This design comes from an exercise in tuning for small area on the open sky130 flow, not from production work.
The RTL was checked by simulation tests, not by an equivalence proof against the original design.
Power figures rest on the tool's default switching activity, not on a simulated workload. The clock port is modelled as an ideal driver; clocking choices that lean on that would not hold on a real chip.

run E:
// caq_port
module caq_port (
    input  wire        clk,
    input  wire        rst,
    input  wire        restart,
    input  wire        en_a,
    input  wire        en_b,
    input  wire        en_v,
    input  wire [2:0]  osr,
    input  wire [1:0]  cosr,
    input  wire [1:0]  pair,
    input  wire [2:0]  dosr,
    input  wire [1:0]  dcosr,
    input  wire [7:0]  stuck_len,
    input  wire [15:0] ofs_a,
    input  wire [15:0] gain_a,
    input  wire [15:0] ofs_b,
    input  wire [15:0] gain_b,
    input  wire [15:0] th_hi_a,
    input  wire [15:0] th_lo_a,
    input  wire [15:0] th_hi_b,
    input  wire [15:0] th_lo_b,
    input  wire [15:0] th_hi_v,
    input  wire [15:0] th_lo_v,
    input  wire        ds_en,
    input  wire        ds_a,
    input  wire        ds_b,
    input  wire        ds_v,
    input  wire        strobe,
    output reg         valid_a,
    output reg         valid_b,
    output reg         valid_v,
    output reg         hi_a,
    output reg         lo_a,
    output reg         hi_b,
    output reg         lo_b,
    output reg         hi_v,
    output reg         lo_v,
    output reg         stuck_a,
    output reg         stuck_b,
    output reg         stuck_v,
    output wire [15:0] u,
    output reg  [15:0] lat_ia,
    output reg  [15:0] lat_ib,
    output reg  [15:0] lat_ic,
    output wire [15:0] lat_u,
    output reg         lat_va,
    output reg         lat_vb,
    output reg         lat_vc,
    output wire        lat_vu,
    output wire        lat_sat
);
For scale: about 7200 cells after synthesis, roughly 290 I/O pins, roughly 0.090 sq mm of cells after synthesis.
export LEC_CHECK = 0
export CAP_MARGIN = 20
export CORE_MARGIN = 2
export CORE_UTILIZATION = 55
export CTS_CLUSTER_DIAMETER = 80
export CTS_CLUSTER_SIZE = 24
export PLACE_DENSITY = 0.7
export SLEW_MARGIN = 20
create_clock -name core_clock -period 14.0 [get_ports {clk}]
run.sh (not shown) runs the stock make flow with config.mk's settings and CLKGATE_MAP_FILE= SYNTH_SCRIPT=/design/flow/synth_recipe.tcl, a recipe that flattens the netlist after the stock synthesis.
Run E finished end to end and its layout was clean on timing, DRC and antenna.
[inputs] run B vs run E
# run E
export LEC_CHECK = 0
export CAP_MARGIN = 20
export CORE_MARGIN = 2
export CORE_UTILIZATION = 55
export CTS_CLUSTER_DIAMETER = 80
export CTS_CLUSTER_SIZE = 24
export PLACE_DENSITY = 0.7
export SLEW_MARGIN = 20
create_clock -name core_clock -period 14.0 [get_ports {clk}]
# run B
export LEC_CHECK = 0
export CAP_MARGIN = 20
export CORE_MARGIN = 2
export CORE_UTILIZATION = 65
export PLACE_DENSITY = 0.8
export SLEW_MARGIN = 20
create_clock -name core_clock -period 14.0 [get_ports {clk}]
==> flow/flow/run.sh (new file) <==
#!/bin/bash
# Layout: the standard flow (standard.sh: ORFS synthesis to finish) with two
# changes to how the layout is made:
#  - clock tree synthesis adds no dummy loads and clusters up to 28 sinks
#    (at most 70 um apart) per leaf buffer;
#  - the buffer placed on every input and output port is buf_1.
# The full output of the run goes to standard.log in this folder.
set -euo pipefail
export CTS_ARGS="-sink_clustering_enable -repair_clock_nets -dont_use_dummy_load -sink_clustering_size 28 -sink_clustering_max_diameter 70"
export BUFFER_PORTS_ARGS="-buffer_cell sky130_fd_sc_hd__buf_1"
bash standard.sh finish > standard.log 2>&1
==> flow/standard.sh (new file) <==
#!/bin/bash
# synth_recipe.tcl (not shown) runs the flow's synth.tcl, then flattens the netlist and writes it again
# the make line also repeats each setting of config.mk as NAME=value (left out here)
make -C /OpenROAD-flow-scripts/flow DESIGN_CONFIG=/design/flow/config.mk WORK_HOME=/design/flow/orfs CLKGATE_MAP_FILE= SYNTH_SCRIPT=/design/flow/synth_recipe.tcl "${@:-finish}"
removed: flow/run.sh
## What came out
- Run B: number of antenna repair diodes higher than run E
- The total placed instance area number comes out lower for run B vs run E.
- The transition time of the tightest slew-check pin reported for run B is greater than that of run E by 0.011 ns.
- Against run E, run B comes in 0.038 ns higher on setup slack.
- Run B vs run E, end of the critical path: lb[10] vs u_fv.r3[24]
- Across both runs, fraction of area in registers was higher for run B than for run E.
- Area of the multi-input gates delta (run E -> run B): insignificant
- Final cell area: run B below run E
- Taking run E as the reference point, the total via count after detailed routing of run B rises by about 2%.
- Of run B and run E, it is run B that has the higher aggregate global-route resource usage.
- Required time reported for the critical path endpoint for run B is lower than for run E.

========
== v35 ==
Starting RTL as in the previous note.
## caq_port
module caq_port (
    input  wire        clk,
    input  wire        rst,
    input  wire        restart,
    input  wire        en_a,
    input  wire        en_b,
    input  wire        en_v,
    input  wire [2:0]  osr,
    input  wire [1:0]  cosr,
    input  wire [1:0]  pair,
    input  wire [2:0]  dosr,
    input  wire [1:0]  dcosr,
    input  wire [7:0]  stuck_len,
    input  wire [15:0] ofs_a,
    input  wire [15:0] gain_a,
    input  wire [15:0] ofs_b,
    input  wire [15:0] gain_b,
    input  wire [15:0] th_hi_a,
    input  wire [15:0] th_lo_a,
    input  wire [15:0] th_hi_b,
    input  wire [15:0] th_lo_b,
    input  wire [15:0] th_hi_v,
    input  wire [15:0] th_lo_v,
    input  wire        ds_en,
    input  wire        ds_a,
    input  wire        ds_b,
    input  wire        ds_v,
    input  wire        strobe,
    output reg         valid_a,
    output reg         valid_b,
    output reg         valid_v,
    output reg         hi_a,
    output reg         lo_a,
    output reg         hi_b,
    output reg         lo_b,
    output reg         hi_v,
    output reg         lo_v,
    output reg         stuck_a,
    output reg         stuck_b,
    output reg         stuck_v,
    output wire [15:0] u,
    output reg  [15:0] lat_ia,
    output reg  [15:0] lat_ib,
    output reg  [15:0] lat_ic,
    output wire [15:0] lat_u,
    output reg         lat_va,
    output reg         lat_vb,
    output reg         lat_vc,
    output wire        lat_vu,
    output wire        lat_sat
);
export LEC_CHECK = 0
export CAP_MARGIN = 20
export CORE_MARGIN = 2
export CORE_UTILIZATION = 55
export PLACE_DENSITY = 0.7
export SLEW_MARGIN = 20
create_clock -name core_clock -period 14.0 [get_ports {clk}]
standard.sh (not shown) runs the stock make flow with config.mk's settings and CLKGATE_MAP_FILE= SYNTH_SCRIPT=/design/flow/synth_recipe.tcl, a recipe that flattens the netlist after the stock synthesis.
==> flow/flow/run.sh <==
#!/bin/bash
# Layout: the standard flow (standard.sh: ORFS synthesis to finish) with two
# changes to how the layout is made:
#  - clock tree synthesis adds no dummy loads and clusters up to 30 sinks
#    (at most 100 um apart) per leaf buffer;
#  - the buffer placed on every input and output port is buf_1.
# The full output of the run goes to standard.log in this folder.
set -euo pipefail
export CTS_ARGS="-sink_clustering_enable -repair_clock_nets -dont_use_dummy_load -sink_clustering_size 30 -sink_clustering_max_diameter 100"
export BUFFER_PORTS_ARGS="-buffer_cell sky130_fd_sc_hd__buf_1"
bash standard.sh finish > standard.log 2>&1
Inputs modified between v35 and v18:
diff --git a/flow/flow/run.sh b/flow/flow/run.sh
--- a/flow/flow/run.sh
+++ b/flow/flow/run.sh
@@ -4,2 +4,2 @@
-#  - clock tree synthesis adds no dummy loads and clusters up to 30 sinks
-#    (at most 100 um apart) per leaf buffer;
+#  - clock tree synthesis adds no dummy loads and clusters up to 26 sinks
+#    (at most 80 um apart) per leaf buffer;
@@ -9 +9 @@
-export CTS_ARGS="-sink_clustering_enable -repair_clock_nets -dont_use_dummy_load -sink_clustering_size 30 -sink_clustering_max_diameter 100"
+export CTS_ARGS="-sink_clustering_enable -repair_clock_nets -dont_use_dummy_load -sink_clustering_size 26 -sink_clustering_max_diameter 80"
Notes after the runs:
v35 → v18: minimum clock period decreased by 12 ps relative to the old numbers, total chip power increased by about 1.8% relative to the old numbers, length of routed wiring on met1 closely matched the old numbers, fmax closely matched the old numbers. Wire length of the first global-routing pass in v18 vs v35: up 1800 um. Looking at routed wire length across v35 and v18, the one that comes out lower is v35. v35 -> v18: number of multi-input logic gates delta 0, exact match. On v18: worst hold slack is 4.9 ps higher than what v35 gave. v35 went all the way through the flow, and no timing, DRC or antenna check failed. v18 closes out successfully: all stages finished, all timing, DRC and antenna checks passed. In the tables for v35 and v18, register share of the cell area reads lower with v18.
diff inputs: v18 => v29
- CTS_CLUSTER_DIAMETER now 100, previously not set
- CTS_CLUSTER_SIZE now 30, previously not set
==> flow/run.sh (new file) <==
#!/bin/bash
# synth_recipe.tcl (not shown) runs the flow's synth.tcl, then flattens the netlist and writes it again
# the make line also repeats each setting of config.mk as NAME=value (left out here)
make -C /OpenROAD-flow-scripts/flow DESIGN_CONFIG=/design/flow/config.mk WORK_HOME=/design/flow/orfs CLKGATE_MAP_FILE= SYNTH_SCRIPT=/design/flow/synth_recipe.tcl finish
removed: flow/flow/run.sh
removed: flow/standard.sh
Notes after the runs:
The last element of the critical path comes out u_fb.r3[24]$_DFF_P_ in one run and u_fv.r3[24]$_SDFF_PP0_ in the other, namely in v29 and v18 respectively. Changes observed in v29 relative to v18: final routed wirelength across all metal layers held; worst hold slack shows an increase of 35 ps. Summary of v29 over v18: count of clock-buffer cells in the layout went down; register clock-pin slew on the reported worst setup and hold paths went up; first-pass GRT wire length went up.

-- static timing again, ports no longer ideal --
The results above use ideal ports. As a check the final layouts listed here were re-extracted and re-timed, cells and wires unchanged.
Step 1, drivers: a clkbuf_16 drives clk and a buf_2 each remaining input, both assumed.
Step 2 times the ports against the registers' clock, not the clock port: input delays grow and output delays shrink by t, the midpoint of the rising clock arrivals with the driver on.
Slacks: ideal ports / drivers / drivers and shift; pairs: ideal ports / drivers.
run | shift t [ns] | setup slack, ns | worst setup path at the end | cell pins on the clock port's net
run E | 0.867 | 0.757 / 0.757 / 0.047 | input to register | 1
run B | 0.790 | 0.794 / 0.824 / 0.058 | input to register | 1
v35 | 0.788 | 0.812 / 0.812 / 0.084 | input to register | 1
v18 | 0.828 | 0.824 / 0.824 / 0.121 | input to register | 1
v29 | 0.820 | 0.774 / 0.774 / 0.073 | input to register | 1
After both steps every run listed still meets setup and hold. The setup slack of run B, which loses most, moves by +0.030 ns with the drivers and by -0.736 ns with both steps.
